This is an optimization exercise on Yosys and OpenROAD, whose aim is small area, not a production implementation.
In this exercise RTL edits were held to simulation tests only and were not proved equivalent to the original.
Power is estimated from default activity; no workload was simulated.

==> run X: inputs <==
## cvu_pair
module cvu_pair (
    input  wire        clk,
    input  wire        rst,
    input  wire        sel,
    input  wire        we,
    input  wire [6:0]  addr,
    input  wire [31:0] wdata,
    output reg  [31:0] rdata,
    output wire [1:0]  done
);
Settings: LEC_CHECK=0, CAP_MARGIN=20, CORE_MARGIN=2, CORE_UTILIZATION=40, CTS_BUF_LIST=sky130_fd_sc_hd__clkbuf_16, CTS_CLUSTER_DIAMETER=70, CTS_CLUSTER_SIZE=24, PLACE_DENSITY=0.6, SLEW_MARGIN=20; clock period 10.0 ns.
standard.sh (not shown) runs the stock make flow with config.mk's settings and CLKGATE_MAP_FILE= SYNTH_SCRIPT=/design/flow/synth_recipe.tcl, a recipe that flattens the netlist after the stock synthesis.
==> flow/flow/run.sh <==
#!/bin/bash
set -euo pipefail
W=$(pwd)

# Synthesis script: ORFS's synth.tcl with only its ABC call changed
sed 's|^  log_cmd abc {\*}\$abc_args$|  log_cmd abc {*}$lib_args {*}$lib_dont_use_args|' \
    "$FLOW_HOME/scripts/synth.tcl" > own_synth_body.tcl
grep -q '^  log_cmd abc {\*}\$lib_args {\*}\$lib_dont_use_args$' own_synth_body.tcl
sed "s|source \$::env(SCRIPTS_DIR)/synth.tcl|source $W/own_synth_body.tcl|" synth_recipe.tcl > own_synth.tcl
grep -q own_synth_body own_synth.tcl

# The standard synthesis, for its registers, in a folder of its own
sed "s|WORK_HOME=[^ ]*|WORK_HOME=$W/ref|" standard.sh > ref.sh
bash ref.sh synth > synth_ref.log 2>&1

# This flow's synthesis, where the layout continues from
sed "s|SYNTH_SCRIPT=[^ ]*|SYNTH_SCRIPT=$W/own_synth.tcl|" standard.sh > own.sh
grep -q "SYNTH_SCRIPT=$W/own_synth.tcl" own.sh
bash own.sh synth > synth_own.log 2>&1

regs() {
    grep -oE '^\s*sky130_fd_sc_hd__\S*(df|dl)\S*\s+\S+' "$1" | awk '{print $1, $2}' | sort
}
REF=ref/results/$FLOW_PLATFORM/cvu_pair/base/1_2_yosys.v
OWN=orfs/results/$FLOW_PLATFORM/cvu_pair/base/1_2_yosys.v
regs "$REF" > regs_ref.txt
regs "$OWN" > regs_own.txt
if [[ -s regs_ref.txt ]] && cmp -s regs_ref.txt regs_own.txt; then
    echo "registers match the standard synthesis ($(wc -l < regs_own.txt))" > regs_check.log
else
    echo "registers differ from the standard synthesis: using it" > regs_check.log
    rm -rf orfs
fi

# Ports get the smallest buffer; the repair steps size them up where needed
sed 's|"\${@:-finish}"|BUFFER_PORTS_ARGS="-buffer_cell sky130_fd_sc_hd__buf_1" "${@:-finish}"|' standard.sh > layout.sh
grep -q BUFFER_PORTS_ARGS layout.sh
bash layout.sh > layout.log 2>&1
==> run R: changes against run X <==
- CORE_UTILIZATION: 40 -> 55
- PLACE_DENSITY: 0.6 -> 0.7
==> run P: changes against run X <==
- CTS_CLUSTER_DIAMETER: 70 -> 100
- CTS_CLUSTER_SIZE: 24 -> 30
- GPL_TIMING_DRIVEN: default -> 0
==> results.py <==
metrics = {
    "run_status": {
        "status": "timing/DRC/antenna clean",
    },
    "cells_and_area": {
        "stdcell_area_um2": 28100,
        "drive_gt1_share_pct": 6.26,
        "final-clk-cell-share_pct": 3.08,
    },
    "global_route": {
        "track_usage_pct": 29.8,
    },
    "route": {
        "wl_met2_um": 43300,
    },
    "setup_path": {
        "path_max_fanout": 27,
        "worst-path-buf-inv": 3,
    },
    "floorplan": {
        "die_y_um": 254,
    },
}
Source of the figures above: run X

==> results.py <==
metrics = {
    "run_status": {
        "status": "timing/DRC/antenna clean",
    },
    "clocking": {
        "postCtsHoldBufs": 0,
    },
    "route": {
        "dr.pass1.iters": 6,
    },
    "floorplan": {
        "die_y_um": 254,
    },
    "cells_and_area": {
        "stdcell_area_um2": 28100,
        "drive_gt1_share_pct": 5.30,
    },
    "setup_path": {
        "worst-path-buf-inv": 5,
    },
    "global_route": {
        "track_usage_pct": 29.2,
    },
}
Source of the figures above: run P

==> results.py <==
metrics = {
    "cells_and_area": {
        "stdcell_area_um2": 27900,
        "drive_gt1_share_pct": 6.55,
        "final-clk-cell-share_pct": 3.37,
    },
    "setup_path": {
        "path_max_fanout": 32,
        "worst-path-buf-inv": 4,
    },
    "floorplan": {
        "die_y_um": 217,
    },
    "run_status": {
        "status": "timing/DRC/antenna clean",
    },
}
Source of the figures above: run R


==> inputs of 12-03 <==
Starting RTL as in the previous note.
export LEC_CHECK = 0
export CAP_MARGIN = 20
export CORE_MARGIN = 2
export CORE_UTILIZATION = 40
export CTS_BUF_LIST = sky130_fd_sc_hd__clkbuf_16
export CTS_CLUSTER_DIAMETER = 70
export CTS_CLUSTER_SIZE = 24
export PLACE_DENSITY = 0.85
export SLEW_MARGIN = 20
create_clock -name core_clock -period 10.0 [get_ports {clk}]
Scripts as last shown in full above: flow/flow/run.sh
==> 06-27: changes against 12-03 <==
- CTS_BUF_LIST: sky130_fd_sc_hd__clkbuf_16 -> sky130_fd_sc_hd__clkbuf_8
- CTS_CLUSTER_DIAMETER: 70 -> default
- CTS_CLUSTER_SIZE: 24 -> default
- PLACE_DENSITY: 0.85 -> 0.6
==> 09-09: changes against 12-03 <==
- CAP_MARGIN: 20 -> 5
- CTS_BUF_LIST: sky130_fd_sc_hd__clkbuf_16 -> sky130_fd_sc_hd__clkbuf_8
- CTS_CLUSTER_DIAMETER: 70 -> default
- CTS_CLUSTER_SIZE: 24 -> default
- PLACE_DENSITY: 0.85 -> 0.6
- SLEW_MARGIN: 20 -> 5
==> comparison <==
Die area is the same in 12-03 and 06-27. In cell count, 09-09 and 06-27 hardly differ. The highest hold slack belongs to 12-03, the lowest to 09-09. Against 09-09, the non-clock buffer count of 12-03 is lower by 8. The highest setup slack belongs to 06-27, the lowest to 09-09. Against 06-27, the global-route usage of 12-03 is lower by 2.6 points. Core utilization: 12-03 < 06-27 < 09-09. In synthesized cell count, 06-27 and 12-03 do not differ. Against 12-03, the design area of 09-09 is higher by 1.8%. In flip-flop and latch count, 06-27 and 12-03 do not differ.
==> figures <==
| metric | 06-27 | 12-03 | 09-09 |
|---|---|---|---|
| Met2 Wirelength | 43300 microns | 38700 microns | 44000 microns |
| Switching Fraction | 40.7% | 40.7% | 40.4% |
| Required time reported for the critical path endpoint | 10.38 ns | 10.31 ns | 10.38 ns |
| Drt pass-1 iters | 9 | 8 | 8 |
| Run status | timing/DRC/antenna clean | timing/DRC/antenna clean | timing/DRC/antenna clean |
| Relative contribution of sequential cells to total power | 31.1% | 32.5% | 30.9% |
| First-pass GRT wire length | 142000 microns | 132000 microns | 141000 microns |
| Met3 Track Usage GR | 6.93% | 7.12% | 6.18% |
| Worst path buffer plus inverter count | 3 | 2 | 1 |
| Placed Instances | 3366 | 3358 | 3366 |
| Number of vias in the routed layout | 21100 | 21300 | 21100 |
| Hold Path End | u_cvu3.rej[0]$_DFFE_PP_ | u_cvu3.rej[18]$_DFFE_PP_ | u_cvu2.rej[0]$_DFFE_PP_ |
| Total area of multi-input combinational cells | 0.0136 sq mm | 0.0136 sq mm | 0.0136 sq mm |
| Total cell area at the placement stage | 0.0272 sq mm | 0.0271 sq mm | 0.0272 sq mm |
| Final Core Density | 46.0% | 45.2% | 46.0% |
| Worst setup path endpoint | u_cvu3.val[9]$_DFFE_PP_ | u_cvu2.val[9]$_DFFE_PP_ | u_cvu2.val[0]$_DFFE_PP_ |
| Layout buffer count excluding clock buffers | 175 | 167 | 175 |
| Share of layout cells above drive strength 1 | 7.79% | 5.66% | 7.83% |
| Destination of the worst register-to-register timing path | u_cvu2.rej[21]$_DFFE_PP_ | u_cvu2.val[9]$_DFFE_PP_ | u_cvu2.val[0]$_DFFE_PP_ |
| Clock buffer count in the final layout | 71 | 23 | 68 |
| Vias per inst | 6.06 | 6.25 | 6.05 |

==> amber <==
Starting RTL as in the previous note.
export LEC_CHECK = 0
export CAP_MARGIN = 20
export CORE_MARGIN = 2
export CORE_UTILIZATION = 40
export PLACE_DENSITY = 0.6
export SLEW_MARGIN = 20
create_clock -name core_clock -period 10.0 [get_ports {clk}]
==> flow/flow/run.sh <==
#!/bin/bash
set -euo pipefail
W=$(pwd)

# Synthesis script: ORFS's synth.tcl with only its ABC call changed
sed 's|^  log_cmd abc {\*}\$abc_args$|  log_cmd abc {*}$lib_args {*}$lib_dont_use_args|' \
    "$FLOW_HOME/scripts/synth.tcl" > own_synth_body.tcl
grep -q '^  log_cmd abc {\*}\$lib_args {\*}\$lib_dont_use_args$' own_synth_body.tcl
sed "s|source \$::env(SCRIPTS_DIR)/synth.tcl|source $W/own_synth_body.tcl|" synth_recipe.tcl > own_synth.tcl
grep -q own_synth_body own_synth.tcl

# The standard synthesis, for its registers, in a folder of its own
sed "s|WORK_HOME=[^ ]*|WORK_HOME=$W/ref|" standard.sh > ref.sh
bash ref.sh synth > synth_ref.log 2>&1

# This flow's synthesis, where the layout continues from
sed "s|SYNTH_SCRIPT=[^ ]*|SYNTH_SCRIPT=$W/own_synth.tcl|" standard.sh > own.sh
grep -q "SYNTH_SCRIPT=$W/own_synth.tcl" own.sh
bash own.sh synth > synth_own.log 2>&1

regs() {
    grep -oE '^\s*sky130_fd_sc_hd__\S*(df|dl)\S*\s+\S+' "$1" | awk '{print $1, $2}' | sort
}
REF=ref/results/$FLOW_PLATFORM/cvu_pair/base/1_2_yosys.v
OWN=orfs/results/$FLOW_PLATFORM/cvu_pair/base/1_2_yosys.v
regs "$REF" > regs_ref.txt
regs "$OWN" > regs_own.txt
if [[ -s regs_ref.txt ]] && cmp -s regs_ref.txt regs_own.txt; then
    echo "registers match the standard synthesis ($(wc -l < regs_own.txt))" > regs_check.log
else
    echo "registers differ from the standard synthesis: using it" > regs_check.log
    rm -rf orfs
fi

bash standard.sh > layout.log 2>&1
==> lagoon (differences from amber) <==
--- a/flow/flow/run.sh
+++ b/flow/flow/run.sh
@@ -32,4 +32,7 @@
     rm -rf orfs
 fi
 
-bash standard.sh > layout.log 2>&1
+# Ports get the smallest buffer; the repair steps size them up where needed
+sed 's|"\${@:-finish}"|BUFFER_PORTS_ARGS="-buffer_cell sky130_fd_sc_hd__buf_1" "${@:-finish}"|' standard.sh > layout.sh
+grep -q BUFFER_PORTS_ARGS layout.sh
+bash layout.sh > layout.log 2>&1
CTS_BUF_LIST = sky130_fd_sc_hd__clkbuf_16   (was unset)
CTS_CLUSTER_DIAMETER = 80   (was unset)
CTS_CLUSTER_SIZE = 28   (was unset)
==> notes.md <==
- In amber the setup slack is lower than in lagoon, by 0.27 ns.
- Against amber, the global-route usage of lagoon is lower by 0.81 points.
- In lagoon the clock power is smaller than in amber, by 34%.
- Between amber and lagoon, the lower power is in lagoon (gap about 9%, measured against lagoon).
- In lagoon the sequential share of layout area is higher than in amber, by 1.5 points.
- Between amber and lagoon, the lower clock skew is in amber (gap 0.0039 ns).
- In amber the first-iteration DRC count is higher than in lagoon, by 10%.
- In die area, amber and lagoon do not differ.
==> figures <==
	amber	lagoon
Max-Slew Margin vs Limit	0.1567	0.2180
IR drop worst, VDD	0.1171 mV	0.1067 mV
Area added between synthesis and finish	16.17%	11.77%
Non-clock buffer share	0.05374	0.03747
Clock input transition at the sequential cells of the worst setup and hold paths	0.06 ns	0.10 ns
Placed cell area	27690 um2	27200 um2
Register-to-register setup slack	3.59 ns	3.57 ns
Pre-CTS setup slack	1.332 ns	1.269 ns
Vias in the first global route	20.13k	20.03k
Result of the run	finished clean	finished clean
Final RePlAce weighted congestion	1.031	1.024
Met1 WL	41.26 mm	39.78 mm
Endpoint of the most critical register-to-register path	u_cvu2.val[0]	u_cvu3.rej[26]
Detailed-placement wirelength estimate	74.42 mm	73.04 mm
Met2 track demand over resource	0.4737	0.4642
Met3 Resource Use GR	0.05715	0.06043
Seq area share	0.3906	0.4059
Max Fanout on Critical Path	35	27

-- static timing again, ports no longer ideal --
The results above use ideal ports. As a check the final layouts listed here were re-extracted and re-timed, cells and wires unchanged. Step 1 assumes that a clkbuf_16 drives the clock port and a buf_2 every other input. Step 2 times the ports against the registers' clock, not the clock port: input delays grow and output delays shrink by t, the midpoint of the rising clock arrivals with the driver on. Slacks: ideal ports / drivers / drivers and shift; pairs: ideal ports / drivers.
| run | t, ns | setup WS [ns] | worst setup path after step 2 | latest minus earliest clock arrival (ns) | cell pins on the clock port's net |
|---|---|---|---|---|---|
| run X | 0.643 | 1.854 / 1.877 / 1.235 | input to register | 0.053 / 0.053 | 1 |
| run R | 0.641 | 1.662 / 1.694 / 1.052 | input to register | 0.061 / 0.061 | 1 |
| run P | 0.589 | 0.785 / 0.815 / 0.226 | input to register | 0.056 / 0.056 | 1 |
| 12-03 | 0.611 | 1.834 / 1.860 / 1.249 | input to register | 0.027 / 0.026 | 1 |
| 06-27 | 0.699 | 1.976 / 2.003 / 1.304 | input to register | 0.059 / 0.058 | 1 |
| 09-09 | 0.692 | 1.604 / 1.631 / 0.939 | input to register | 0.063 / 0.063 | 1 |
| amber | 0.627 | 1.630 / 1.660 / 1.033 | input to register | 0.039 / 0.038 | 1 |
| lagoon | 0.620 | 1.899 / 1.928 / 1.308 | input to register | 0.042 / 0.042 | 1 |
After both steps every run listed still meets setup and hold. The setup slack of 06-27, which loses most, moves by +0.027 ns with the drivers and by -0.672 ns with both steps.
